Background: an optimization exercise with open tools, aiming at small area, a short achievable clock period and few clock cycles. Do not read the settings as production practice. RTL that was checked went through simulation tests only; none was proved equivalent to the original. The RTL of runs 1 and 2 was laid out without a check of its function. Power figures rest on the tool's default switching activity, not on a simulated workload.

$ cat design/flow/design.v
module gf_inv (
    input  wire [3:0]  h,
    output reg  [63:0] t
);
    always @(*) begin
        case (h)
            4'd0: t = 64'hba7aa747f48e0100;
            4'd1: t = 64'h965daa3d98dd9dad;
            4'd2: t = 64'h664c3ee058c072d8;
            4'd3: t = 64'h2a4b83a08055de90;
            4'd4: t = 64'h8a2c56605139ed6c;
            4'd5: t = 64'h6e338b264a1fd070;
            4'd6: t = 64'h5e40c3a42e6f8948;
            4'd7: t = 64'he1150caba9cf2250;
            4'd8: t = 64'h04a64e92d5f85f36;
            4'd9: t = 64'h934567161e2b8830;
            4'd10: t = 64'h61251a818c682338;
            4'd11: t = 64'h41370e9763cbc113;
            4'd12: t = 64'h4d17c4b95bca5724;
            4'd13: t = 64'h322fec20b3ef8d52;
            4'd14: t = 64'h79dafbe9d911d128;
            4'd15: t = 64'hfcfecd84bb0677db;
            default: t = 64'h0;
        endcase
    end
endmodule
module gf_mul (
    input  wire [7:0] a,
    input  wire [7:0] b,
    output reg  [7:0] y
);
    integer n;
    reg [7:0] aa;
    always @(*) begin
        y  = 8'h00;
        aa = a;
        for (n = 0; n < 8; n = n + 1) begin
            if (b[n])
                y = y ^ aa;
            aa = {aa[6:0], 1'b0} ^ (aa[7] ? 8'h1d : 8'h00);
        end
    end
endmodule
module ecath_coef0 (
    input  wire [3:0]  m,
    output reg  [55:0] c
);
    always @(*) begin
        case (m)
            4'd0: c = 56'h00000000000000;
            4'd1: c = 56'h00000000000000;
            4'd2: c = 56'h000000000000f5;
            4'd3: c = 56'h0000000000038f;
            4'd4: c = 56'h00000000d2f5a6;
            4'd5: c = 56'h000000058f6846;
            4'd6: c = 56'h00000203f58fbb;
            4'd7: c = 56'h00078df6c8527b;
            4'd8: c = 56'hc4d239f5b4a69c;
            4'd9: c = 56'h00000000000000;
            4'd10: c = 56'h00000000000000;
            4'd11: c = 56'h00000000000000;
            4'd12: c = 56'h00000000000000;
            4'd13: c = 56'h00000000000000;
            4'd14: c = 56'h00000000000000;
            4'd15: c = 56'h00000000000000;
            default: c = 56'h0;
        endcase
    end
endmodule
module ecath_enc (
    input  wire        clk,
    input  wire        rst,
    input  wire        s_valid,
    output wire        s_ready,
    input  wire [31:0] s_data,
    input  wire [6:0]  s_k,       
    input  wire [3:0]  s_m,       
    output wire        m_valid,
    input  wire        m_ready,
    output wire [31:0] m_data,
    output wire        m_last
);
    localparam MAXM = 8;
    reg        sr;        
    reg        fn;        
    reg [6:0]  rem;       
    reg [6:0]  xn;        
    reg [3:0]  mt;        
    wire       fire   = s_valid & sr;
    wire       last_t = fn ? (s_k == 7'd1) : (rem == 7'd1);
    always @(posedge clk) begin
        if (rst) begin
            fn <= 1'b1;
        end else if (fire) begin
            fn <= last_t;
            if (fn) begin
                rem <= s_k - 7'd1;
                xn  <= {3'd0, s_m} + 7'd1;
                mt  <= s_m;
            end else begin
                rem <= rem - 7'd1;
                xn  <= xn + 7'd1;
            end
        end
    end
    wire [63:0] tinv;
    gf_inv u_tab (.h(xn[6:3]), .t(tinv));
    wire [7:0] e0 [0:7];
    wire [7:0] e1 [0:7];
    wire [7:0] e2 [0:7];
    wire [7:0] e3 [0:7];
    wire [55:0] cn;        
    wire [55:0] cf;        
    function [7:0] xt;     
        input [7:0] a;
        xt = {a[6:0], 1'b0} ^ (a[7] ? 8'h1d : 8'h00);
    endfunction
    genvar u;
    generate
        for (u = 0; u < 8; u = u + 1) begin : g_perm
            assign e0[u] = tinv[8*u +: 8];
            assign e1[u] = xn[0] ? e0[u ^ 1] : e0[u];
            assign e2[u] = xn[1] ? e1[u ^ 2] : e1[u];
            assign e3[u] = xn[2] ? e2[u ^ 4] : e2[u];    
        end
        for (u = 1; u < 8; u = u + 1) begin : g_cn
            wire [7:0] y1 = e3[u];
            wire [7:0] y2 = xt(y1);
            wire [7:0] y4 = xt(y2);
            wire [7:0] jy = ((u & 1) ? y1 : 8'h00) ^ ((u & 2) ? y2 : 8'h00) ^ ((u & 4) ? y4 : 8'h00);
            assign cn[8*(u-1) +: 8] = jy ^ 8'h01;
        end
    endgenerate
    reg [31:0] d0;         
    reg [55:0] cr;         
    reg        v0;         
    reg        f0;         
    reg        l0;         
    reg        hold;       
    reg        g;          
    reg        clr;        
    wire [3:0] mf = hold ? mt : s_m;
    ecath_coef0 u_c0 (.m(mf), .c(cf));
    always @(posedge clk) begin
        if (!hold) begin
            d0 <= s_data;
        end
        cr <= (hold | fn) ? cf : cn;
    end
    reg [32*MAXM-1:0] acc;         
    wire [31:0] dg = d0 & {32{g}};
    wire [32*MAXM-1:0] accn;
    genvar j, b;
    generate
        for (j = 0; j < MAXM; j = j + 1) begin : g_row
            wire [31:0] prod;
            if (j == 0) begin : g_one
                assign prod = dg;
            end else begin : g_mul
                for (b = 0; b < 4; b = b + 1) begin : g_lane
                    gf_mul u_mul (.a(dg[8*b +: 8]), .b(cr[8*(j-1) +: 8]), .y(prod[8*b +: 8]));
                end
            end
            assign accn[32*j +: 32] = (acc[32*j +: 32] & {32{~clr}}) ^ prod;
        end
    endgenerate
    always @(posedge clk) begin
        acc <= accn;
    end
    reg        have;      
    reg [2:0]  jo;        
    reg [3:0]  mo;        
    reg [31:0] r1, r2;    
    reg        r1v, r2v, r1l, r2l;
    wire       done    = g & l0;                   
    wire       pop     = r1v & m_ready;
    wire       push_ok = ~r2v | pop;
    wire       lastrow = (jo == mo[2:0] - 3'd1);   
    wire       push    = (done | have) & push_ok;
    wire [31:0] pdata  = have ? acc[32*jo +: 32] : accn[31:0];
    wire       plast   = have ? lastrow : (mt == 4'd1);
    reg        have_n;
    reg [2:0]  jo_n;
    always @(*) begin
        have_n = have;
        jo_n   = jo;
        if (done) begin
            have_n = have | ~(push_ok & (mt == 4'd1));
            jo_n   = (~have & push_ok) ? 3'd1 : 3'd0;
        end else if (have & push_ok) begin
            have_n = ~lastrow;
            jo_n   = jo + 3'd1;
        end
    end
    wire [3:0] mo_n = done ? mt : mo;
    wire       lastrow_n = (jo_n == mo_n[2:0] - 3'd1);
    wire r1_take = ~r1v | pop;                      
    always @(posedge clk) begin
        if (rst) begin
            r1v <= 1'b0;
            r2v <= 1'b0;
        end else begin
            if (r1_take) begin
                if (r2v) begin
                    r1  <= r2;
                    r1l <= r2l;
                    r1v <= 1'b1;
                    if (push) begin
                        r2  <= pdata;
                        r2l <= plast;
                    end
                    r2v <= push;
                end else begin
                    if (push) begin
                        r1  <= pdata;
                        r1l <= plast;
                    end
                    r1v <= push;
                end
            end else if (push) begin
                r2  <= pdata;
                r2l <= plast;
                r2v <= 1'b1;
            end
        end
    end
    wire v0_n  = hold | fire;
    wire f0_n  = hold ? f0 : fn;
    wire l0_n  = hold ? l0 : last_t;
    wire r2v_nx = r1_take ? (r2v & push) : (r2v | push);
    wire hold_n = v0_n & f0_n & have_n & ~(lastrow_n & ~r2v_nx);
    always @(posedge clk) begin
        if (rst) begin
            sr   <= 1'b1;
            v0   <= 1'b0;
            hold <= 1'b0;
            g    <= 1'b0;
            clr  <= 1'b0;
            have <= 1'b0;
        end else begin
            sr   <= ~hold_n;
            v0   <= v0_n;
            f0   <= f0_n;
            l0   <= l0_n;
            hold <= hold_n;
            g    <= v0_n & ~hold_n;
            clr  <= v0_n & ~hold_n & f0_n;
            have <= have_n;
            jo   <= jo_n;
            mo   <= mo_n;
        end
    end
    assign s_ready = sr;
    assign m_valid = r1v;
    assign m_data  = r1;
    assign m_last  = r1l;
endmodule
$ cat design/flow/run.sh
#!/bin/bash
# synth_recipe.tcl (not shown) runs the flow's synth.tcl, then flattens the netlist and writes it again
# the make line also repeats each setting of config.mk as NAME=value (left out here)
make -C /OpenROAD-flow-scripts/flow DESIGN_CONFIG=/design/flow/config.mk WORK_HOME=/design/flow/orfs CLKGATE_MAP_FILE= SYNTH_SCRIPT=/design/flow/synth_recipe.tcl finish
$ cat design/flow/config.mk
export PLATFORM = sky130hd
export DESIGN_NAME = ecath_enc
export DESIGN_NICKNAME = ecath_enc
export VERILOG_FILES = /design/flow/design.v
export SDC_FILE = /design/flow/constraint.sdc
export NUM_CORES = 8
export LEC_CHECK = 0
export CAP_MARGIN = 20
export CORE_MARGIN = 2
export CORE_UTILIZATION = 30
export PLACE_DENSITY = 0.5
export SLEW_MARGIN = 20
$ cat design/flow/constraint.sdc
create_clock -name core_clock -period 11.5 [get_ports {clk}]
set_input_delay 2.3000 -clock core_clock [delete_from_list [all_inputs] [get_ports {clk}]]
set_output_delay 2.3000 -clock core_clock [all_outputs]
set_load 0.01 [all_outputs]
==> results by group, run 1 <==
Final layout
  – Synthesis-to-layout area growth: 9.24%
  – Fillers: 16100
  – Fraction of layout cells with a size suffix above 1: 7.58%
  – Nets: 5948

Power and ir drop
  – Max VDD drop: 0.149 mV
  – PwrDens: 193 mW/mm^2
  – LEAKAGE: about 16 nW

Synth
  – Unique masters post-synth: 74
  – Top FF cell, synth: dfxtp_1
  – Most common cell in the netlist: nand2_1
  – Register bit count reported by yosys: 444
  – Fraction of registers with async set/reset: 0%
  – Syn_area_per_cell: 7.62 sq um
  – Area share of the largest cell type after synthesis: 31.2%
  – Net count after synthesis: 6221
  – Synth top area cells: xnor2_1 (31%), nand2_1 (15%), dfxtp_1 (14%)
  – Ys Warns: 4
  – EDFF count, synth: 124
  – Seq/Total Area, Yosys: around 22%
  – Cell area after synthesis: 0.0467 sq mm
  – Mapped Cells: 6138
  – Leading area contributor after synthesis: xnor2_1
  – Commonest cells post-synth: nand2_1 (1867), xnor2_1 (1663), clkbuf_1 (342), dfxtp_1 (320), nand2b_1 (243)

Run status
  – Run status: finished clean

STA
  – Fin. max-slew vios: 0
  – Unrepaired setup endpoints after global routing: no
  – Final setup vio count: 0
  – Final worst path period share: a little over a third
  – Setup Skew: 0.0322 ns
  – Fmax: 0.238 GHz
  – Hold slack: a little over 0.5 ns
  – Final Hold Violating Endpoints: 0
  – Final setup TNS: 0 ns
  – Least-Margin Pin Slew: ~1.2 ns
  – Relative slew slack: 19.1%
  – Min Tclk post-route: 4.19 ns

Global routing
  – Initial antenna violation count: 4
  – Number of global-route vias before repair: roughly 40000
  – Gr usage total: 23.7%
  – Largest net degree at the start of global routing: 99
  – First-pass GRT wire length: 279 mm
  – Total congestion overflow: 0

Floorplanning
  – Initial Utilization: 30.3%
  – # rows: 144
  – IO Pins: 82
  – Core Area: 0.154 sq mm
  – Die height: approximately 400 microns
  – Die W: 399 microns
  – Die area: between 0.15 and 0.2 sq mm

Min path
  – Hold Crit Class: reg2reg

Worst setup path
  – CP max stage cell: clkdlybuf4s50_1
  – Most used cell, CP: inv_1
  – R2r setup slk: roughly 7.5 ns
  – CP Class: in2reg
  – Reg2reg start: g
  – Worst Setup End Kind: register
  – R2R Path End: acc[236]
  – Worst-case reg-to-reg path depth: 8
  – Critical path arrival: around 4.7 ns
  – CP max stage delay: roughly 0.54 ns
  – Setup crit start: s_m[1]
  – CP cell instances: clkdlybuf4s50_1, mux2_2, inv_1, ha_1, nand3_1, inv_1, a21oi_1, o21ai_0
  – Crit path max fanout: 16
  – Setup crit end: cr[28]
  – Worst setup SP type: input pin
  – CP Data Required Time: around 12 ns

Clock network
  – CTS root buf: clkbuf_16
  – Postcts setup bufs: 0
  – Clock sink count: 444
  – CTS HTree Levels: 2
  – Clk buf depth: 3
  – Gates resized, CTS repair: 0
  – TritonCTS buffer count: 58
  – Clk slew on worst S/H paths: 0.06 ns
  – TritonCTS clock tree: yes
  – # hold bufs at CTS: 0
  – Latest clock arrival within the worst-skew pair: 0.71 ns

Routing
  – DR iter-0 viols: between 3000 and 4000
  – Number of nets still failing antenna checks after routing: 0
  – DRC: 0
  – Wire per inst: 24.2 microns
  – Vias/cell: 5.17
  – Via count: 41200
  – Pre-antenna DRT Iters: 6
  – Routed wire length: a little under 200 mm

Flow run
  – MaxCap Viol Count: 0

Placement
  – Routability cong.: 0.849
  – Input/output buffers: between 80 and 90
  – HPWL after DPL: 105 mm
## critical path: cells and delay by family
kind / cells / cell delay, ns
buffers and inverters: 3 / 0.85
AOI/OAI and AO/OA: 2 / 0.57
and+or+nand+nor: 1 / 0.48
muxes: 1 / 0.26
adders and majority gates: 1 / 0.25
## power by group
| part | leakage, nW | internal, mW | switching, mW | total, mW |
|---|---|---|---|---|
| Combinational | 11.1 | 2.42 | 2.75 | 5.18 |
| Sequential | 3.90 | 2.20 | 0.533 | 2.73 |
| Clock | 0.954 | 1.10 | 0.834 | 1.93 |
| Total | 15.9 | 5.72 | 4.12 | 9.84 |
## per-layer routing
metal / GRT usage, % / wire, microns / part of all wire, %
met2: 39.6 / 88800 / 46
met5: 0.0605 / 13 / 0.0068
met4: 10.0 / 9420 / 4.9
met1: 30.4 / 79200 / 41
met3: 3.64 / 14900 / 7.8
## final cells by class
| type | count | area, sq um | share of cell area, % |
|---|---|---|---|
| clock buffers | 80 | 1770 | 3.47 |
| clock inverters | 29 | 200 | 0.392 |
| repair buffers | 190 | 1640 | 3.21 |
| inverters | 33 | 124 | 0.243 |
| flip-flops and latches | 444 | 10200 | 20.1 |
| diodes | 5 | 12.5 | 0.0245 |
| multi-input cells | 5138 | 34500 | 67.6 |
| well taps | 2044 | 2560 | 5.01 |
## flip-flops by register name, summed over array words and instances (netlist names)
| register | count |
|---|---|
| acc | 256 |
| clr | 1 |
| cr | 56 |
| d0 | 32 |
| f0 | 1 |
| fn | 1 |
| g | 1 |
| have | 1 |
| hold | 1 |
| jo | 3 |
| l0 | 1 |
| mo | 3 |
| mt | 4 |
| r1 | 32 |
| r1l | 1 |
| r1v | 1 |
| r2 | 32 |
| r2l | 1 |
| r2v | 1 |
| rem | 7 |
| sr | 1 |
| xn | 7 |
## worst min path at each step
stage | startpoint | endpoint | slack (ns) | cells after the start
3_5_place_dp | acc[5] | acc[5] | 0.50 | 2
4_1_cts | acc[5] | acc[5] | 0.51 | 2
2_1_floorplan | acc[0] | acc[0] | 0.48 | 2
6_report | acc[0] | acc[0] | 0.51 | 2
3_3_place_gp | acc[21] | acc[21] | 0.49 | 2
5_1_grt | acc[23] | acc[23] | 0.53 | 2
## logic make-up (layout without fill, tap and decap cells)
group / count (synthesis) / in the layout / synth area share, %
adder cells (fa/ha/maj): 36 / 36 / 0.964
XOR/XNOR: 1913 / 1913 / 36.5
buffers and inverters: 556 / 332 / 4.79
flip-flops: 444 / 444 / 21.7
AO/OA/AOI/OAI: 480 / 480 / 6.28
other: 0 / 5 / 0
multiplexers: 217 / 217 / 7.16
AND/OR/NAND/NOR: 2492 / 2492 / 22.6
## stage by stage
stage          instances  setup WS, ns  area (sq um)  power (mW)  utilization [%]
2_1_floorplan       6138          6.09         46700        6.52                -
5_1_grt             7961          7.08         51100        10.3             33.1
6_report            7963          7.31         51100        9.84             33.1
3_5_place_dp        7848          6.60         49100        7.84             31.8
4_1_cts             7957          7.33         51000        9.82             33.1
3_3_place_gp        7848          6.63         49100        7.77             31.8
## cells in the final DEF (no fill, tap or decap), types with 71 or more instances in the layout
cell type | synthesis | layout
a22oi_1 | 71 | 71
buf_4 | 3 | 107
clkdlybuf4s50_1 | 0 | 81
dfxtp_1 | 320 | 260
edfxtp_1 | 124 | 124
mux2i_1 | 80 | 80
mux4_2 | 88 | 88
nand2_1 | 1867 | 1867
nand2b_1 | 243 | 243
nor2_1 | 139 | 137
nor2b_1 | 80 | 80
o21ai_0 | 224 | 224
xnor2_1 | 1663 | 1662
xor2_1 | 225 | 221
==> inputs of run 2 (changes only) <==
--- a/design/flow/config.mk
+++ b/design/flow/config.mk
@@ -5,6 +5,7 @@
 export SDC_FILE = /design/flow/constraint.sdc
 export NUM_CORES = 8
 export LEC_CHECK = 0
+export ABC_AREA = 1
 export CAP_MARGIN = 20
 export CORE_MARGIN = 2
 export CORE_UTILIZATION = 30
==> run 2 against run 1 <==
Net effect: non-clock buffer count rose by 43; clock power rose by 17%; sequential share of layout area fell by 2.5 points; total power rose by 2.1%; design area rose by 13%; clock skew rose by 0.0030 ns; maximum frequency fell by 16%; largest power group unchanged.
==> results by group, run 2 <==
Routing
  – DRC: 0 (unchanged)
  – Wire per inst: 24.7 microns (+2.0%)
  – DR iter-0 viols: 8137 (+110%)
  – Routed wire length: 281 mm (+46%)
  – Pre-antenna DRT Iters: 6 (unchanged)
  – Number of nets still failing antenna checks after routing: 0 (unchanged)
  – Via count: 60400 (+47%)
  – Vias/cell: 5.31 (+2.7%)

Floorplanning
  – Die height: 423 microns (+6.0%)
  – # rows: 153 (+6.3%)
  – Die area: 0.179 sq mm (+12%)
  – IO Pins: 82 (unchanged)
  – Die W: 423 microns (+6.0%)
  – Core Area: 0.174 sq mm (+13%)
  – Initial Utilization: 30.2% (-0.040 points)

Min path
  – Hold Crit Class: reg2reg
  – Worst Hold Endpoint: fn
  – Worst hold path cell count: 2 (unchanged)
  – Hold path start: sr

Synth
  – Synth Area in XOR/XNOR: 20.1% (-16 points)
  – Syn_area_per_cell: 5.74 sq um (-25%)
  – EDFF count, synth: 124 (unchanged)
  – Area share of fa/ha/maj cells after synthesis: 0.875% (-0.088 points)
  – Top FF cell, synth: dfxtp_1
  – Compound-cell area share of the yosys netlist: 6.30% (+0.013 points)
  – Area share of the largest cell type after synthesis: 22.7% (-8.4 points)
  – Seq/Total Area, Yosys: 19.3% (-2.4 points)
  – Mux cell area share after synthesis: 0.0190% (-7.1 points)
  – Commonest cells post-synth: nand2_1 (3186), nor2_1 (1300), inv_1 (847), nand3_1 (695), xnor2_1 (608)
  – Net count after synthesis: 9256 (+49%)
  – Cell area after synthesis: 0.0526 sq mm (+13%)
  – Leading area contributor after synthesis: nand2_1
  – Largest family of logic cells by synthesized area: simple AND/OR/NAND/NOR gates
  – Unique masters post-synth: 53 (-28%)
  – Ys Warns: 4 (unchanged)
  – Fraction of registers with async set/reset: 0% (unchanged)
  – Synth top area cells: nand2_1 (23%), dfxtp_1 (12%), xnor2_1 (10%)
  – Synth Area in Simple Gates: 43.1% (+20 points)
  – Most common cell in the netlist: nand2_1
  – Register bit count reported by yosys: 444 (unchanged)
  – Mapped Cells: 9173 (+49%)

STA
  – Min Tclk post-route: 4.99 ns (+0.800 ns)
  – Final worst path period share: 43.4% (+7.0 points)
  – Fin. max-slew vios: 0 (unchanged)
  – Unrepaired setup endpoints after global routing: no
  – Hold slack: 0.492 ns (-0.0152 ns)
  – Final setup vio count: 0 (unchanged)
  – Relative slew slack: 8.19% (-11 points)
  – Final Hold Violating Endpoints: 0 (unchanged)
  – Final setup TNS: 0 ns (unchanged)
  – Least-Margin Pin Slew: 1.36 ns (+0.151 ns)
  – Setup Skew: 0.0352 ns (+0.00298 ns)
  – Fmax: 0.200 GHz (-16%)

Flow run
  – MaxCap Viol Count: 0 (unchanged)

Final layout
  – Layout Cells excl Fill: 11400 (+43%)
  – Util after Layout: 33.2% (+0.18 points)
  – Largest reg by FF count: acc
  – Synthesis-to-layout area growth: 9.97%
  – Regs by FF count: acc: 256 flops, cr: 56 flops
  – Max FFs per register: 256 (unchanged)
  – Most frequent cells in the layout: nand2_1 (3185), nor2_1 (1298), inv_1 (828)
  – Fraction of layout cells with a size suffix above 1: 5.12% (-2.5 points)
  – Most common cell after layout, fill and taps aside: nand2_1
  – Nets: 9077 (+53%)

Power and ir drop
  – Logic gate share of total power: 52.9% (+0.3 points)
  – Clock network power share: 22.5% (+2.9 points)
  – Max VDD drop: 0.123 mV (-17%)
  – Sequential power share: 24.6% (-3.2 points)
  – Switching power share of the total: 49.0% (+7.2 points)
  – Sw power: 4.93 mW (+20%)
  – LEAKAGE: 27.8 nW (+74%)
  – PwrDens: 174 mW/mm^2 (-9.9%)
  – Power consumption: 10.0 mW (+2.1%)
  – Int Pwr: 5.12 mW (-10%)

Global routing
  – Number of global-route vias before repair: 54800 (+39%)
  – First-pass GRT wire length: 395 mm (+42%)
  – Largest net degree at the start of global routing: 103 (+4.0%)
  – Total congestion overflow: 0 (unchanged)
  – Gr usage total: 30.4% (+6.6 points)
  – Initial antenna violation count: 23 (+19)

Clock network
  – Latest clock arrival within the worst-skew pair: 0.70 ns (about the same)
  – TritonCTS buffer count: 67 (+16%)
  – # hold bufs at CTS: 0 (unchanged)
  – Clk buf depth: 3 (unchanged)
  – CTS HTree Levels: 3 (+1)
  – CTS root buf: clkbuf_16
  – Gates resized, CTS repair: 0 (unchanged)
  – Clk slew on worst S/H paths: 0.06 ns (about the same)
  – Clock sink count: 444 (unchanged)
  – Postcts setup bufs: 0 (unchanged)
  – TritonCTS clock tree: yes

Placement
  – Routability cong.: 0.960 (+13%)
  – HPWL after DPL: 172 mm (+64%)
  – Input/output buffers: 81 (unchanged)
  – Dpl cells: 11300 (+43%)

Worst setup path
  – Critical path arrival: 5.58 ns (+0.86 ns)
  – CP Data Required Time: 12.09 ns (+0.06 ns)
  – CP Class: reg2reg
  – CP max stage cell: nand2_2
  – CP cell instances: buf_4, nand2_2, inv_2, nand2_1, nand2_1, buf_4, inv_2, nand2_1, nand2_1, nand2_1, xor2_1, nand2_1, nand2_1, nand2_1, inv_1, nor2_1
  – Worst-case reg-to-reg path depth: 16 (+8)
  – Worst Setup End Kind: register
  – CP max stage delay: 0.79 ns (+0.25 ns)
  – Reg2reg start: g
  – R2r setup slk: 6.51 ns (-0.97 ns)
  – Most used cell, CP: nand2_1
  – R2R Path End: acc[36]
  – Crit path max fanout: 43 (+27)
  – Worst setup SP type: register

Run status
  – Run status: finished clean
==> run 2: worst max-delay path by stage <==
stage                     startpoint       end  slack, ns  depth (start not counted)
final                              g   acc[36]       6.51                         16
after CTS                          g  acc[196]       6.67                         16
after global routing               g   acc[68]       6.32                         17
after global placement        s_m[1]    cr[32]       6.63                          9
after detailed placement      s_m[1]    cr[32]       6.49                          9
after floorplan              m_ready     r2[0]       6.03                          4
==> run 2: per-layer routing <==
metal | global-route usage, % | vias up | share of wire, %
met2 | 45.5 | 3703 | 41
met3 | 7.29 | 1011 | 12
met4 | 19.7 | 26 | 7.9
met5 | 0 | - | 0.061
met1 | 38.8 | 27900 | 39
li1 | - | 27800 | -
==> run 2: final cells by class <==
cell class | count | area [sq um]
repair buffers | 233 | 2000
clock inverters | 33 | 417
multi-input cells | 7341 | 37100
flip-flops and latches | 444 | 10100
clock buffers | 89 | 1880
diodes | 10 | 25.0
fillers | 19200 | 116000
well taps | 2325 | 2910
inverters | 907 | 3410
==> run 2: kinds of logic (layout without fill, tap and decap cells) <==
logic type | Yosys count | in the layout
AND/OR/NAND/NOR | 5516 | 5516
buffers and inverters | 1388 | 1262
XOR/XNOR | 1184 | 1184
AO/OA/AOI/OAI | 603 | 603
flip-flops | 444 | 444
adder cells (fa/ha/maj) | 37 | 37
multiplexers | 1 | 1
other | 0 | 10
==> run 2: per-stage QoR <==
stage	instance area, sq um	worst slack, ns
finish	57900	6.51
global route	57800	6.32
CTS	57800	6.67
detailed placement	55500	6.49
global placement	55500	6.63
floorplan	52600	6.03
==> run 2: power by group through the flow <==
stage               Combinational (mW)  Sequential (mW)  Clock, mW
global route                      5.77             2.51       2.35
detailed placement                5.12             2.48          0
global placement                  5.03             2.47          0
finish                            5.32             2.47       2.26
floorplan                         3.53             2.36          0
CTS                               5.15             2.45       2.30
==> run 2: critical path, delay by kind of cell, from the launching register on <==
family        cells  cell delay [ns]
flops             1             0.31
buf+inv           5             1.97
simple gates     10             2.37
xor+xnor          1             0.18
==> inputs of run 3 (changes only) <==
--- a/design/flow/design.v
+++ b/design/flow/design.v
@@ -139,16 +139,17 @@
     reg        hold;       
     reg        g;          
     reg        clr;        
+    wire       g_n;        
     wire [3:0] mf = hold ? mt : s_m;
     ecath_coef0 u_c0 (.m(mf), .c(cf));
     always @(posedge clk) begin
         if (!hold) begin
             d0 <= s_data;
         end
-        cr <= (hold | fn) ? cf : cn;
+        cr <= {56{g_n}} & ((hold | fn) ? cf : cn);
     end
     reg [32*MAXM-1:0] acc;         
-    wire [31:0] dg = d0 & {32{g}};
+    wire [31:0] dg = d0 & {32{g}};      
     wire [32*MAXM-1:0] accn;
     genvar j, b;
     generate
@@ -158,7 +159,7 @@
                 assign prod = dg;
             end else begin : g_mul
                 for (b = 0; b < 4; b = b + 1) begin : g_lane
-                    gf_mul u_mul (.a(dg[8*b +: 8]), .b(cr[8*(j-1) +: 8]), .y(prod[8*b +: 8]));
+                    gf_mul u_mul (.a(d0[8*b +: 8]), .b(cr[8*(j-1) +: 8]), .y(prod[8*b +: 8]));
                 end
             end
             assign accn[32*j +: 32] = (acc[32*j +: 32] & {32{~clr}}) ^ prod;
@@ -168,32 +169,39 @@
         acc <= accn;
     end
     reg        have;      
-    reg [2:0]  jo;        
-    reg [3:0]  mo;        
+    reg [7:0]  joh;       
+    reg [7:0]  mlh;       
     reg [31:0] r1, r2;    
     reg        r1v, r2v, r1l, r2l;
     wire       done    = g & l0;                   
     wire       pop     = r1v & m_ready;
     wire       push_ok = ~r2v | pop;
-    wire       lastrow = (jo == mo[2:0] - 3'd1);   
+    wire       lastrow = |(joh & mlh);
     wire       push    = (done | have) & push_ok;
-    wire [31:0] pdata  = have ? acc[32*jo +: 32] : accn[31:0];
+    reg [31:0] rowsel;
+    integer q;
+    always @(*) begin
+        rowsel = 32'd0;
+        for (q = 0; q < MAXM; q = q + 1)
+            rowsel = rowsel | (acc[32*q +: 32] & {32{joh[q]}});
+    end
+    wire [31:0] pdata  = have ? rowsel : accn[31:0];
     wire       plast   = have ? lastrow : (mt == 4'd1);
     reg        have_n;
-    reg [2:0]  jo_n;
+    reg [7:0]  joh_n;
     always @(*) begin
         have_n = have;
-        jo_n   = jo;
+        joh_n  = joh;
         if (done) begin
             have_n = have | ~(push_ok & (mt == 4'd1));
-            jo_n   = (~have & push_ok) ? 3'd1 : 3'd0;
+            joh_n  = (~have & push_ok) ? 8'b0000_0010 : 8'b0000_0001;
         end else if (have & push_ok) begin
             have_n = ~lastrow;
-            jo_n   = jo + 3'd1;
-        end
-    end
-    wire [3:0] mo_n = done ? mt : mo;
-    wire       lastrow_n = (jo_n == mo_n[2:0] - 3'd1);
+            joh_n  = {joh[6:0], 1'b0};
+        end
+    end
+    wire [7:0] mlh_n     = done ? (8'd1 << (mt[2:0] - 3'd1)) : mlh;    
+    wire       lastrow_n = |(joh_n & mlh_n);
     wire r1_take = ~r1v | pop;                      
     always @(posedge clk) begin
         if (rst) begin
@@ -229,6 +237,7 @@
     wire l0_n  = hold ? l0 : last_t;
     wire r2v_nx = r1_take ? (r2v & push) : (r2v | push);
     wire hold_n = v0_n & f0_n & have_n & ~(lastrow_n & ~r2v_nx);
+    assign g_n  = v0_n & ~hold_n & ~rst;
     always @(posedge clk) begin
         if (rst) begin
             sr   <= 1'b1;
@@ -243,11 +252,11 @@
             f0   <= f0_n;
             l0   <= l0_n;
             hold <= hold_n;
-            g    <= v0_n & ~hold_n;
+            g    <= g_n;
             clr  <= v0_n & ~hold_n & f0_n;
             have <= have_n;
-            jo   <= jo_n;
-            mo   <= mo_n;
+            joh  <= joh_n;
+            mlh  <= mlh_n;
         end
     end
     assign s_ready = sr;
--- a/design/flow/config.mk
+++ b/design/flow/config.mk
@@ -5,7 +5,6 @@
 export SDC_FILE = /design/flow/constraint.sdc
 export NUM_CORES = 8
 export LEC_CHECK = 0
-export ABC_AREA = 1
 export CAP_MARGIN = 20
 export CORE_MARGIN = 2
 export CORE_UTILIZATION = 30
==> run 3 against run 2 <==
Net effect: synthesized cell count is 32% lower; design area is 11% lower; worst hold slack better by 0.042 ns; sequential power is 6% higher; total power is 0.67% lower; largest cell class unchanged.
==> results by group, run 3 <==
Run status
  – Run status: finished clean

Global routing
  – Total congestion overflow: 0 (unchanged)
  – Initial antenna violation count: 11 (-52%)
  – Gr usage total: 24.6% (-5.8 points)
  – Largest net degree at the start of global routing: 113 (+9.7%)
  – Number of global-route vias before repair: 40300 (-26%)
  – First-pass GRT wire length: 293 mm (-26%)

Floorplanning
  – Core Area: 0.156 sq mm (-10%)
  – Die height: 401 microns (-5.3%)
  – IO Pins: 82 (unchanged)
  – Initial Utilization: 30.2% (-0.036 points)
  – Die area: 0.160 sq mm (-10%)
  – Die W: 401 microns (-5.3%)
  – # rows: 145 (-5.2%)

Worst setup path
  – Worst Setup End Kind: register
  – Worst setup SP type: input pin
  – Worst-case reg-to-reg path depth: 11 (-5)
  – CP Class: in2reg
  – Crit path max fanout: 49 (+14%)
  – R2R Path End: cr[50]
  – Critical path arrival: 5.35 ns (-0.23 ns)
  – R2r setup slk: 7.38 ns (+0.87 ns)
  – Setup crit start: m_ready
  – CP Data Required Time: 12.02 ns (-0.07 ns)
  – Reg2reg start: xn[4]

Final layout
  – Design area: 0.0517 sq mm (-11%)
  – Fraction of layout cells with a size suffix above 1: 8.18% (+3.1 points)
  – Util after Layout: 33.1% (-0.14 points)
  – Most frequent cells in the layout: nand2_1 (1717), xnor2_1 (1591), dfxtp_1 (260)
  – Largest reg by FF count: acc
  – Nets: 5984 (-34%)
  – Synthesis-to-layout area growth: 9.63%
  – Most common cell after layout, fill and taps aside: nand2_1
  – Max FFs per register: 256 (unchanged)
  – Regs by FF count: acc: 256 flops, cr: 56 flops

STA
  – Least-Margin Pin Slew: 1.27 ns (-0.0899 ns)
  – Setup Skew: 0.0338 ns (-0.00138 ns)
  – Unrepaired setup endpoints after global routing: no
  – Final WS setup: 6.67 ns (+0.160 ns)
  – Final Hold Violating Endpoints: 0 (unchanged)
  – Fmax: 0.207 GHz (+3.3%)
  – Fin. max-slew vios: 0 (unchanged)
  – Min Tclk post-route: 4.83 ns (-0.160 ns)
  – Final worst path period share: 42.0% (-1.4 points)
  – Final setup vio count: 0 (unchanged)
  – Relative slew slack: 14.7% (+6.6 points)
  – Final setup TNS: 0 ns (unchanged)

Routing
  – DRC: 0 (unchanged)
  – DR iter-0 viols: 5016 (-38%)
  – Vias/cell: 5.37 (+1.2%)
  – Number of nets still failing antenna checks after routing: 0 (unchanged)
  – Routed wire length: 204 mm (-27%)
  – Via count: 43100 (-29%)
  – Pre-antenna DRT Iters: 7 (+1)
  – Wire per inst: 25.4 microns (+3.1%)

Synth
  – Synth Area in XOR/XNOR: 34.8% (+15 points)
  – Register bit count reported by yosys: 454 (+2.3%)
  – Area share of the largest cell type after synthesis: 29.6% (+6.9 points)
  – Synth top area cells: xnor2_1 (30%), nand2_1 (14%), dfxtp_1 (14%)
  – Mux cell area share after synthesis: 5.94% (+5.9 points)
  – Mapped Cells: 6200 (-32%)
  – EDFF count, synth: 134 (+8.1%)
  – Commonest cells post-synth: nand2_1 (1717), xnor2_1 (1596), clkbuf_1 (384), dfxtp_1 (320), o21ai_0 (246)
  – Most common cell in the netlist: nand2_1
  – Fraction of registers with async set/reset: 0% (unchanged)
  – Leading area contributor after synthesis: xnor2_1
  – Cell area after synthesis: 0.0472 sq mm (-10%)
  – Unique masters post-synth: 83 (+57%)
  – Top FF cell, synth: dfxtp_1
  – Area share of fa/ha/maj cells after synthesis: 0.663% (-0.21 points)
  – Ys Warns: 4 (unchanged)
  – Compound-cell area share of the yosys netlist: 10.9% (+4.6 points)
  – Largest family of logic cells by synthesized area: XOR/XNOR gates
  – Syn_area_per_cell: 7.61 sq um (+33%)
  – Synth Area in Simple Gates: 20.3% (-23 points)
  – Seq/Total Area, Yosys: 22.1% (+2.9 points)
  – Net count after synthesis: 6272 (-32%)

Power and ir drop
  – Max VDD drop: 0.0978 mV (-21%)
  – LEAKAGE: 16.3 nW (-41%)
  – PwrDens: 193 mW/mm^2 (+11%)

Clock network
  – Latest clock arrival within the worst-skew pair: 0.68 ns (-0.02 ns)
  – Postcts setup bufs: 0 (unchanged)
  – # hold bufs at CTS: 0 (unchanged)
  – Gates resized, CTS repair: 0 (unchanged)
  – CTS HTree Levels: 3 (unchanged)
  – Clock sink count: 454 (+2.3%)
  – TritonCTS buffer count: 66 (-1.5%)
  – TritonCTS clock tree: yes
  – CTS root buf: clkbuf_16
  – Clk slew on worst S/H paths: 0.06 ns (about the same)
  – Clk buf depth: 3 (unchanged)

Placement
  – Routability cong.: 0.860 (-10%)
  – Area after DPL: 0.0495 sq mm (-11%)
  – Input/output buffers: 81 (unchanged)
  – HPWL after DPL: 109 mm (-37%)
  – Worst slack, placed: 6.02 ns (-0.465 ns)

Min path
  – Hold path start: sr
  – Worst Hold Endpoint: fn
  – Worst hold path cell count: 2 (unchanged)
  – Hold Crit Class: reg2reg

Flow run
  – MaxCap Viol Count: 0 (unchanged)
## run 3: cell types whose count changed in the layout (fill, tap and decap cells not counted), sizes merged, moves of 130 or more
cell | previous run | this run
nand2 | 3253 | 1717
nor2 | 1312 | 128
xnor2 | 613 | 1604
inv | 894 | 40
nand3 | 695 | 38
xor2 | 562 | 237
nand2b | 10 | 209
nand3b | 155 | 2
o21ai | 382 | 249
a22oi | 2 | 132
## run 3: worst max-delay path: stages
cell	delay [ns]
clkdlybuf4s50_1	0.47
a21bo_2	0.30
nand2_1	0.31
mux2_2	0.39
a222oi_1	0.32
a21oi_1	0.13
a221o_1	0.34
a31oi_4	0.14
buf_4	0.48
nor3_1	0.14
## run 3: how the worst max path moves through the flow
stage	depth (start not counted)	endpoint
finish	10	cr[9]
detailed placement	10	cr[47]
floorplan	4	r2[0]
global placement	10	cr[3]
CTS	10	cr[9]
global route	10	cr[23]
## run 3: per-layer routing
layer  vias up  global-route usage [%]  wire, microns
met4        12                    10.8           9880
met5         -                       0             77
met3       539                    3.93          18200
li1      19400                       -              -
met2      2263                    38.2          88800
met1     20900                    33.4          87000
## run 3: final cells by class
cell class / instances / area, sq um
Multi-Input combinational cell: 5137 / 34400
Timing Repair Buffer: 215 / 1830
Clock buffer: 100 / 1930
Inverter: 38 / 143
Clock inverter: 20 / 248
Tap cell: 2058 / 2570
Fill cell: 16300 / 104000
Sequential cell: 454 / 10500
Antenna cell: 2 / 5.00
## run 3: through the flow
step / hold slack, ns / std cells / power (mW)
final: 0.534 / 8024 / 9.98
after global routing: 0.561 / 8023 / 10.5
after CTS: 0.537 / 8022 / 9.96
after detailed placement: 0.522 / 7902 / 7.77
after global placement: 0.524 / 7902 / 7.69
after floorplan: 0.512 / 6200 / 6.60
## run 3: kinds of logic (layout without fill, tap and decap cells)
kind of cell / count (synthesis) / after routing
AND/OR/NAND/NOR: 2280 / 2280
XOR/XNOR: 1842 / 1842
AO/OA/AOI/OAI: 763 / 763
buffers and inverters: 609 / 373
flip-flops: 454 / 454
multiplexers: 227 / 227
adder cells (fa/ha/maj): 25 / 25
other: 0 / 2
## run 3: power by group
part           internal [mW]  switching [mW]  total, mW  leakage [nW]
combinational           2.44            2.78       5.22          11.2
clock                   1.26           0.886       2.14          1.07
sequential              2.22           0.402       2.62          4.00
total                   5.92            4.06       9.98          16.3
Testbench counts of run 3, summed over its fixed seeds: cycles 37,131.
==> inputs of run 4 (changes only) <==
==> design/flow/flow/run.sh (new file) <==
#!/bin/bash
# Standard ORFS layout (the standard.sh), with port buffers of a stronger
# cell and timing repair aimed below the period the design reaches anyway.
set -euo pipefail
bash standard.sh SETUP_SLACK_MARGIN=8.0 \
  "BUFFER_PORTS_ARGS=-buffer_cell sky130_fd_sc_hd__buf_4" finish > orfs_make.log 2>&1
==> design/flow/standard.sh (new file) <==
#!/bin/bash
# synth_recipe.tcl (not shown) runs the flow's synth.tcl, then flattens the netlist and writes it again
# the make line also repeats each setting of config.mk as NAME=value (left out here)
make -C /OpenROAD-flow-scripts/flow DESIGN_CONFIG=/design/flow/config.mk WORK_HOME=/design/flow/orfs CLKGATE_MAP_FILE= SYNTH_SCRIPT=/design/flow/synth_recipe.tcl "${@:-finish}"
removed: design/flow/run.sh
==> run 4 against run 3 <==
Net effect: first-iteration DRC count shrank 4.3%; wire length up 1.1%; still clean on timing, DRC and antenna; largest power group unchanged; critical path type unchanged; setup slack improved by 0.91 ns; clock skew fell by 0.0040 ns.
==> results by group, run 4 <==
Clock network
  – Clock sink count: 454 (unchanged)
  – CTS root buf: clkbuf_16
  – CTS HTree Levels: 2 (-1)
  – Clk buf depth: 3 (unchanged)
  – TritonCTS buffer count: 61 (-7.6%)
  – Latest clock arrival within the worst-skew pair: 0.73 ns (+0.05 ns)
  – # hold bufs at CTS: 0 (unchanged)
  – TritonCTS clock tree: yes
  – Clk slew on worst S/H paths: 0.06 ns (about the same)

Final layout
  – Most common cell after layout, fill and taps aside: nand2_1
  – Nets: 6015 (+0.52%)
  – Synthesis-to-layout area growth: 11.7%
  – Fraction of layout cells with a size suffix above 1: 11.2% (+3.0 points)
  – Register area: 0.0105 sq mm (about the same)
  – Most frequent cells in the layout: nand2_1 (1715), xnor2_1 (1581), dfxtp_1 (259)
  – Max FFs per register: 256 (unchanged)
  – Regs by FF count: acc: 256 flops, cr: 56 flops
  – Largest reg by FF count: acc
  – Multi-input gate area: 0.0350 sq mm (+1.6%)
  – Fillers: 16300 (-0.21%)

Routing
  – Vias/cell: 5.36 (-0.13%)
  – DRC: 0 (unchanged)
  – Pre-antenna DRT Iters: 6 (-1)
  – Via count: 43200 (+0.28%)
  – Highest metal used: met5
  – Wire per inst: 25.6 microns (+0.67%)
  – Met1 wire length: 85.1 mm (-2.2%)
  – DR iter-0 viols: 4801 (-4.3%)
  – Wire length on met2: 90.7 mm (+2.1%)
  – Routed wire length: 206 mm (+1.1%)
  – Number of nets still failing antenna checks after routing: 0 (unchanged)
  – Wire length on met3: 19.3 mm (+5.8%)

Floorplanning
  – Die area: 0.160 sq mm (unchanged)
  – Core Area: 0.156 sq mm (unchanged)
  – Initial Utilization: 30.2% (unchanged)
  – # rows: 145 (unchanged)
  – Die height: 401 microns (unchanged)
  – IO Pins: 82 (unchanged)
  – Die W: 401 microns (unchanged)

Synth
  – Seq/Total Area, Yosys: 22.1% (unchanged)
  – Register bit count reported by yosys: 454 (unchanged)
  – Syn_area_per_cell: 7.61 sq um (unchanged)
  – Cell area after synthesis: 0.0472 sq mm (unchanged)
  – Net count after synthesis: 6272 (unchanged)
  – Area share of the largest cell type after synthesis: 29.6% (unchanged)
  – Fraction of registers with async set/reset: 0% (unchanged)
  – Ys Warns: 4 (unchanged)
  – EDFF count, synth: 134 (unchanged)
  – Mapped Cells: 6200 (unchanged)
  – Unique masters post-synth: 83 (unchanged)
  – Most common cell in the netlist: nand2_1
  – Commonest cells post-synth: nand2_1 (1717), xnor2_1 (1596), clkbuf_1 (384), dfxtp_1 (320), o21ai_0 (246)
  – Top FF cell, synth: dfxtp_1
  – Synth top area cells: xnor2_1 (30%), nand2_1 (14%), dfxtp_1 (14%)
  – Leading area contributor after synthesis: xnor2_1

Placement
  – Input/output buffers: 81 (unchanged)
  – Routability cong.: 0.872 (+1.4%)
  – HPWL after DPL: 109 mm (+0.37%)

Worst setup path
  – CP Class: in2reg
  – Critical path arrival: 4.51 ns (-0.84 ns)
  – CP Data Required Time: 12.08 ns (+0.06 ns)
  – Worst setup SP type: input pin
  – Worst Setup End Kind: register
  – Crit path max fanout: 6 (-88%)

STA
  – Final Hold Violating Endpoints: 0 (unchanged)
  – Hold slack: 0.541 ns (+0.00771 ns)
  – Final worst path period share: 34.1% (-7.9 points)
  – Relative slew slack: 20.5% (+5.8 points)
  – Final setup TNS: 0 ns (unchanged)
  – Min Tclk post-route: 3.92 ns (-0.911 ns)
  – Final setup vio count: 0 (unchanged)
  – Setup Skew: 0.0298 ns (-0.00398 ns)
  – Fin. max-slew vios: 0 (unchanged)
  – Least-Margin Pin Slew: 1.19 ns (-0.0864 ns)
  – Unrepaired setup endpoints after global routing: yes
  – Fmax: 0.255 GHz (+23%)

Global routing
  – Gr usage total: 24.8% (+0.25 points)
  – Total congestion overflow: 0 (unchanged)
  – Initial antenna violation count: 6 (-5)
  – Number of global-route vias before repair: 41300 (+2.3%)
  – Largest net degree at the start of global routing: 131 (+16%)
  – First-pass GRT wire length: 296 mm (+1.1%)

Power and ir drop
  – Logic gate share of total power: 52.8% (+0.5 points)
  – Max VDD drop: 0.145 mV (+49%)
  – Sequential power share: 25.9% (-0.4 points)
  – Sw power: 4.11 mW (+1.1%)
  – PwrDens: 191 mW/mm^2 (-1.1%)
  – LEAKAGE: 16.7 nW (+2.8%)
  – Clock network power share: 21.3% (-0.2 points)
  – Switching power share of the total: 40.9% (+0.15 points)
  – Int Pwr: 5.95 mW (+0.49%)

Run status
  – Run status: finished clean

Min path
  – Hold Crit Class: reg2reg

Flow run
  – MaxCap Viol Count: 0 (unchanged)
[run 4: cell types whose count changed in the layout (fill, tap and decap cells not counted), sizes merged]
cell,change
buf,+112
bufinv,+5
clkbuf,-18
clkdlybuf4s50,-81
clkinv,+6
clkinvlp,+10
diode,+1
inv,-6
xor2,+4
[run 4: worst paths after layout]
kind / from / endpoint / slack (ns) / depth (start not counted)
min reg2reg: r2[12] / r1[12] / 0.54 / 1
max reg2reg: xn[5] / cr[50] / 7.71 / 11
min: r2[12] / r1[12] / 0.54 / 1
max: m_ready / cr[18] / 7.58 / 12
[run 4: stage by stage]
step / cell area (sq um) / worst slack, ns / utilization [%] / power, mW / cells
3_3_place_gp: 49400 / 6.54 / 31.6 / 7.69 / 7902
5_1_grt: 52700 / 7.48 / 33.7 / 10.6 / 8055
2_1_floorplan: 47300 / 7.07 / - / 6.61 / 6200
3_5_place_dp: 49400 / 6.50 / 31.6 / 7.76 / 7902
6_report: 52700 / 7.58 / 33.7 / 10.1 / 8057
4_1_cts: 52200 / 7.63 / 33.4 / 9.99 / 8033
[run 4: timing repair]
action	in CTS	in global routing
resized for setup	78	49
setup buffers	7	19
endpoints found under the setup margin	195	193
gates cloned	8	2
pin swaps	15	9
[run 4: cell families (layout without fill, tap and decap cells)]
| kind of cell | count (synthesis) | count (layout) | synth area share (%) |
|---|---|---|---|
| AND/OR/NAND/NOR | 2280 | 2280 | 20.3 |
| XOR/XNOR | 1842 | 1846 | 34.8 |
| AO/OA/AOI/OAI | 763 | 763 | 10.9 |
| buffers and inverters | 609 | 401 | 5.27 |
| flip-flops | 454 | 454 | 22.1 |
| multiplexers | 227 | 227 | 5.94 |
| adder cells (fa/ha/maj) | 25 | 25 | 0.663 |
| other | 0 | 3 | 0 |
[run 4: critical path: stages]
cell	delay, ns
buf_8	0.10
a21bo_4	0.23
nand2_8	0.09
mux2_4	0.31
a222oi_1	0.35
a21oi_1	0.14
a221o_1	0.34
a31oi_4	0.18
buf_6	0.13
buf_12	0.13
clkbuf_16	0.16
a211oi_2	0.03
[run 4: layer usage]
metal  GRT usage, %  vias to the layer above
met2           39.5                     2257
met4           11.1                        6
met5              0                        -
met3           4.18                      560
li1               -                    19500
met1           32.8                    20900
[run 4: power by group through the flow]
stage / clock, mW / combinational (mW) / sequential (mW)
3_3_place_gp: 0 / 5.08 / 2.62
5_1_grt: 2.23 / 5.73 / 2.65
3_5_place_dp: 0 / 5.14 / 2.62
2_1_floorplan: 0 / 4.18 / 2.43
6_report: 2.14 / 5.31 / 2.60
4_1_cts: 2.17 / 5.23 / 2.59
[run 4: cell type report]
class	instances	share of cell area [%]
clock inverter	35	0.976
antenna	3	0.0143
timing repair buffer	247	4.20
sequential	454	20.0
clock buffer	81	3.19
tap	2058	4.89
multi-input combinational	5141	66.4
inverter	38	0.304

## port drivers added, routing unchanged
In the flow no input, the clock included, has a driving cell. The finished layouts below were timed again as built, in two steps. Step 1: set_driving_cell puts a clkbuf_16 on clk and a buf_2 on each other input, an assumption about the parent block. Step 2, shift: input delay + t, output delay - t, t = (earliest + latest rising clock arrival at the registers) / 2. This alone moves slack from input paths to output paths. a / b / c = no drivers / after step 1 / after step 2; a / b = the first two.
run | t, ns | slack for setup (ns) | clock arrival spread, ns | worst register clock-pin slew, ns | cell pins on the clock port's net
run 1 | 0.771 | 7.307 / 7.349 / 6.578 | 0.040 / 0.040 | 0.07 / 0.07 | 1
run 2 | 0.765 | 6.506 / 6.506 / 6.448 | 0.039 / 0.040 | 0.07 / 0.07 | 1
run 3 | 0.735 | 6.666 / 6.718 / 5.983 | 0.035 / 0.034 | 0.06 / 0.06 | 1
run 4 | 0.801 | 7.577 / 7.628 / 6.826 | 0.033 / 0.033 | 0.07 / 0.07 | 1
After both steps setup and hold are still met in every run listed. The setup slack of run 4, which loses most, moves by +0.051 ns with the drivers and by -0.751 ns with both steps.
